From an optimization exercise on the open Yosys and OpenROAD flow, aimed at small area, a short achievable clock period and few clock cycles per item; shortcuts taken in it are not production practice.

==> flow/design.v <==
module sec_sha256 (
    input  wire         clk,
    input  wire         rst,       
    input  wire         start,     
    input  wire         first,     
    input  wire [511:0] block,     
    output wire         ready,
    output wire [255:0] digest     
);
    localparam [255:0] IV = {32'h6a09e667, 32'hbb67ae85, 32'h3c6ef372, 32'ha54ff53a,
                             32'h510e527f, 32'h9b05688c, 32'h1f83d9ab, 32'h5be0cd19};
    function [31:0] k_next(input [5:0] t);
        case (t)
            6'd0:  k_next = 32'h71374491; 6'd1:  k_next = 32'hb5c0fbcf;
            6'd2:  k_next = 32'he9b5dba5; 6'd3:  k_next = 32'h3956c25b;
            6'd4:  k_next = 32'h59f111f1; 6'd5:  k_next = 32'h923f82a4;
            6'd6:  k_next = 32'hab1c5ed5; 6'd7:  k_next = 32'hd807aa98;
            6'd8:  k_next = 32'h12835b01; 6'd9:  k_next = 32'h243185be;
            6'd10: k_next = 32'h550c7dc3; 6'd11: k_next = 32'h72be5d74;
            6'd12: k_next = 32'h80deb1fe; 6'd13: k_next = 32'h9bdc06a7;
            6'd14: k_next = 32'hc19bf174; 6'd15: k_next = 32'he49b69c1;
            6'd16: k_next = 32'hefbe4786; 6'd17: k_next = 32'h0fc19dc6;
            6'd18: k_next = 32'h240ca1cc; 6'd19: k_next = 32'h2de92c6f;
            6'd20: k_next = 32'h4a7484aa; 6'd21: k_next = 32'h5cb0a9dc;
            6'd22: k_next = 32'h76f988da; 6'd23: k_next = 32'h983e5152;
            6'd24: k_next = 32'ha831c66d; 6'd25: k_next = 32'hb00327c8;
            6'd26: k_next = 32'hbf597fc7; 6'd27: k_next = 32'hc6e00bf3;
            6'd28: k_next = 32'hd5a79147; 6'd29: k_next = 32'h06ca6351;
            6'd30: k_next = 32'h14292967; 6'd31: k_next = 32'h27b70a85;
            6'd32: k_next = 32'h2e1b2138; 6'd33: k_next = 32'h4d2c6dfc;
            6'd34: k_next = 32'h53380d13; 6'd35: k_next = 32'h650a7354;
            6'd36: k_next = 32'h766a0abb; 6'd37: k_next = 32'h81c2c92e;
            6'd38: k_next = 32'h92722c85; 6'd39: k_next = 32'ha2bfe8a1;
            6'd40: k_next = 32'ha81a664b; 6'd41: k_next = 32'hc24b8b70;
            6'd42: k_next = 32'hc76c51a3; 6'd43: k_next = 32'hd192e819;
            6'd44: k_next = 32'hd6990624; 6'd45: k_next = 32'hf40e3585;
            6'd46: k_next = 32'h106aa070; 6'd47: k_next = 32'h19a4c116;
            6'd48: k_next = 32'h1e376c08; 6'd49: k_next = 32'h2748774c;
            6'd50: k_next = 32'h34b0bcb5; 6'd51: k_next = 32'h391c0cb3;
            6'd52: k_next = 32'h4ed8aa4a; 6'd53: k_next = 32'h5b9cca4f;
            6'd54: k_next = 32'h682e6ff3; 6'd55: k_next = 32'h748f82ee;
            6'd56: k_next = 32'h78a5636f; 6'd57: k_next = 32'h84c87814;
            6'd58: k_next = 32'h8cc70208; 6'd59: k_next = 32'h90befffa;
            6'd60: k_next = 32'ha4506ceb; 6'd61: k_next = 32'hbef9a3f7;
            6'd62: k_next = 32'hc67178f2; default: k_next = 32'h00000000;
        endcase
    endfunction
    localparam [31:0] K0 = 32'h428a2f98;
    reg       busy;
    reg [5:0] cnt;      
    reg       round0;   
    reg       last;     
    reg       fin;      
    assign ready = ~busy;
    always @(posedge clk) begin
        if (rst) begin
            busy   <= 1'b0;
            cnt    <= 6'd0;
            round0 <= 1'b0;
            last   <= 1'b0;
            fin    <= 1'b0;
        end else if (busy) begin
            cnt    <= cnt + 6'd1;
            round0 <= 1'b0;
            last   <= (cnt == 6'd62);
            fin    <= (cnt == 6'd60) | (cnt == 6'd61) | (cnt == 6'd62);
            if (last) busy <= 1'b0;
        end else begin
            cnt    <= 6'd0;
            round0 <= start;
            last   <= 1'b0;
            fin    <= 1'b0;
            if (start) busy <= 1'b1;
        end
    end
    reg [31:0] H0, H1, H2, H3, H4, H5, H6, H7;
    reg [31:0] a, b, c, d, e, f, g, h;
    reg [31:0] W [0:15];    
    reg [31:0] p;           
    function [31:0] add32(input [31:0] u, input [31:0] v);
        reg [31:0] g, p, G, P, G2, P2;
        integer i, l, dd;
        begin
            g = u & v; p = u ^ v; G = g; P = p;
            for (l = 0; l < 5; l = l + 1) begin
                dd = 1 << l; G2 = G; P2 = P;
                for (i = 0; i < 32; i = i + 1)
                    if ((i / dd) % 2 == 1) begin
                        G2[i] = G[i] | (P[i] & G[(i/dd)*dd - 1]);
                        P2[i] = P[i] & P[(i/dd)*dd - 1];
                    end
                G = G2; P = P2;
            end
            add32 = p ^ {G[30:0], 1'b0};
        end
    endfunction
    function [63:0] csa(input [31:0] x, input [31:0] y, input [31:0] z);
        csa = {((x & y) | (x & z) | (y & z)) << 1, x ^ y ^ z};
    endfunction
    wire [31:0] s1_e = {e[5:0], e[31:6]} ^ {e[10:0], e[31:11]} ^ {e[24:0], e[31:25]};
    wire [31:0] ch   = (e & f) ^ (~e & g);
    wire [31:0] s0_a = {a[1:0], a[31:2]} ^ {a[12:0], a[31:13]} ^ {a[21:0], a[31:22]};
    wire [31:0] maj  = (a & b) | (a & c) | (b & c);
    wire [31:0] xa = round0 ? h : (last ? H0 : 32'd0);
    wire [31:0] xe = round0 ? h : (last ? H4 : 32'd0);
    wire [63:0] ca1 = csa(s1_e, ch, p);
    wire [63:0] ca2 = csa(s0_a, maj, xa);
    wire [63:0] ca3 = csa(ca1[31:0], ca1[63:32], ca2[31:0]);
    wire [63:0] ca4 = csa(ca3[31:0], ca3[63:32], ca2[63:32]);
    wire [31:0] a_new = ca4[31:0] + ca4[63:32];
    wire [63:0] ce1 = csa(d, p, xe);
    wire [63:0] ce2 = csa(ce1[31:0], ce1[63:32], s1_e);
    wire [63:0] ce3 = csa(ce2[31:0], ce2[63:32], ch);
    wire [31:0] e_new = ce3[31:0] + ce3[63:32];
    wire [31:0] w1   = W[1];
    wire [31:0] w14  = W[14];
    wire [31:0] ss0  = {w1[6:0], w1[31:7]} ^ {w1[17:0], w1[31:18]} ^ {3'b000, w1[31:3]};
    wire [31:0] ss1  = {w14[16:0], w14[31:17]} ^ {w14[18:0], w14[31:19]} ^ {10'b0, w14[31:10]};
    wire [63:0] cw1   = csa(ss1, ss0, W[9]);
    wire [63:0] cw2   = csa(cw1[31:0], cw1[63:32], W[0]);
    wire [31:0] w_new = add32(cw2[31:0], cw2[63:32]);
    wire [63:0] cp1    = csa(g, k_next(cnt), W[1]);
    wire [31:0] p_run  = add32(cp1[31:0], cp1[63:32]);
    wire [31:0] p_init = K0 + block[511:480];
    wire [31:0] fa_a  = add32(H3, a);
    wire [31:0] fa_e  = add32(H7, e);
    integer i;
    always @(posedge clk) begin
        for (i = 0; i < 15; i = i + 1)
            W[i] <= busy ? W[i+1] : block[511 - 32*i -: 32];
        W[15] <= busy ? w_new : block[31:0];
        p <= busy ? p_run : p_init;
        if (busy) begin
            a <= a_new; b <= a; c <= b; d <= c;
            e <= e_new; f <= e; g <= f; h <= g;
        end else if (first) begin
            {a, b, c, d, e, f, g, h} <= IV;
        end else begin
            {a, b, c, d, e, f, g, h} <= {H0, H1, H2, H3, H4, H5, H6, H7};
        end
        if (!busy) begin
            if (start && first)
                {H0, H1, H2, H3, H4, H5, H6, H7} <= IV;
        end else begin
            if (fin) begin
                H1 <= fa_a; H2 <= H1; H3 <= H2;
                H5 <= fa_e; H6 <= H5; H7 <= H6;
            end
            if (last) begin
                H0 <= a_new;
                H4 <= e_new;
            end
        end
    end
    assign digest = {H0, H1, H2, H3, H4, H5, H6, H7};
endmodule
Settings: LEC_CHECK=0, CAP_MARGIN=20, CORE_MARGIN=2, CORE_UTILIZATION=40, SLEW_MARGIN=20; clock period 11.0 ns.
run.sh (not shown) runs the stock make flow with config.mk's settings and CLKGATE_MAP_FILE= SYNTH_SCRIPT=/design/flow/synth_recipe.tcl, a recipe that flattens the netlist after the stock synthesis.
Edit:
--- a/flow/design.v
+++ b/flow/design.v
@@ -107,11 +107,11 @@
     wire [63:0] ca2 = csa(s0_a, maj, xa);
     wire [63:0] ca3 = csa(ca1[31:0], ca1[63:32], ca2[31:0]);
     wire [63:0] ca4 = csa(ca3[31:0], ca3[63:32], ca2[63:32]);
-    wire [31:0] a_new = ca4[31:0] + ca4[63:32];
+    wire [31:0] a_new = add32(ca4[31:0], ca4[63:32]);
     wire [63:0] ce1 = csa(d, p, xe);
     wire [63:0] ce2 = csa(ce1[31:0], ce1[63:32], s1_e);
     wire [63:0] ce3 = csa(ce2[31:0], ce2[63:32], ch);
-    wire [31:0] e_new = ce3[31:0] + ce3[63:32];
+    wire [31:0] e_new = add32(ce3[31:0], ce3[63:32]);
     wire [31:0] w1   = W[1];
     wire [31:0] w14  = W[14];
     wire [31:0] ss0  = {w1[6:0], w1[31:7]} ^ {w1[17:0], w1[31:18]} ^ {3'b000, w1[31:3]};
Result:
- routed wire length decreases by 5.1%
- sequential share of layout area increases by 0.53 points
- final cell count decreases by about 3.3%
- synthesized area decreases by 1.8%
- flip-flop and latch count stays the same
- core utilization is about the same
- design area decreases by about 1.5%
- setup slack is better by 0.32 ns
- worst hold slack is better by 0.030 ns
No functional check of the RTL was part of any run of this note.

## static timing again, ports no longer ideal
No port has a modelled driver above. Below, the same layouts with a new extraction and two added sets of constraints. Step 1 sets driving cells, clkbuf_16 on the clock port and buf_2 on the other inputs (assumed; they add their load-dependent delay and slew). Step 2, shift: input delay + t, output delay - t, t = (earliest + latest rising clock arrival at the registers) / 2. This alone moves slack from input paths to output paths. a / b / c = no drivers / after step 1 / after step 2; a / b = the first two.
run | t, ns | setup WS [ns] | latest minus earliest clock arrival (ns) | worst register clock-pin slew, ns
the first run | 0.845 | 4.605 / 4.605 / 4.605 | 0.053 / 0.053 | 0.07 / 0.07
the second run | 0.835 | 4.927 / 4.927 / 4.846 | 0.033 / 0.034 | 0.07 / 0.07
After both steps every run listed still meets setup and hold. For the second run, which loses most, drivers alone change the setup slack by 0.000 ns; drivers and shift together by -0.081 ns.
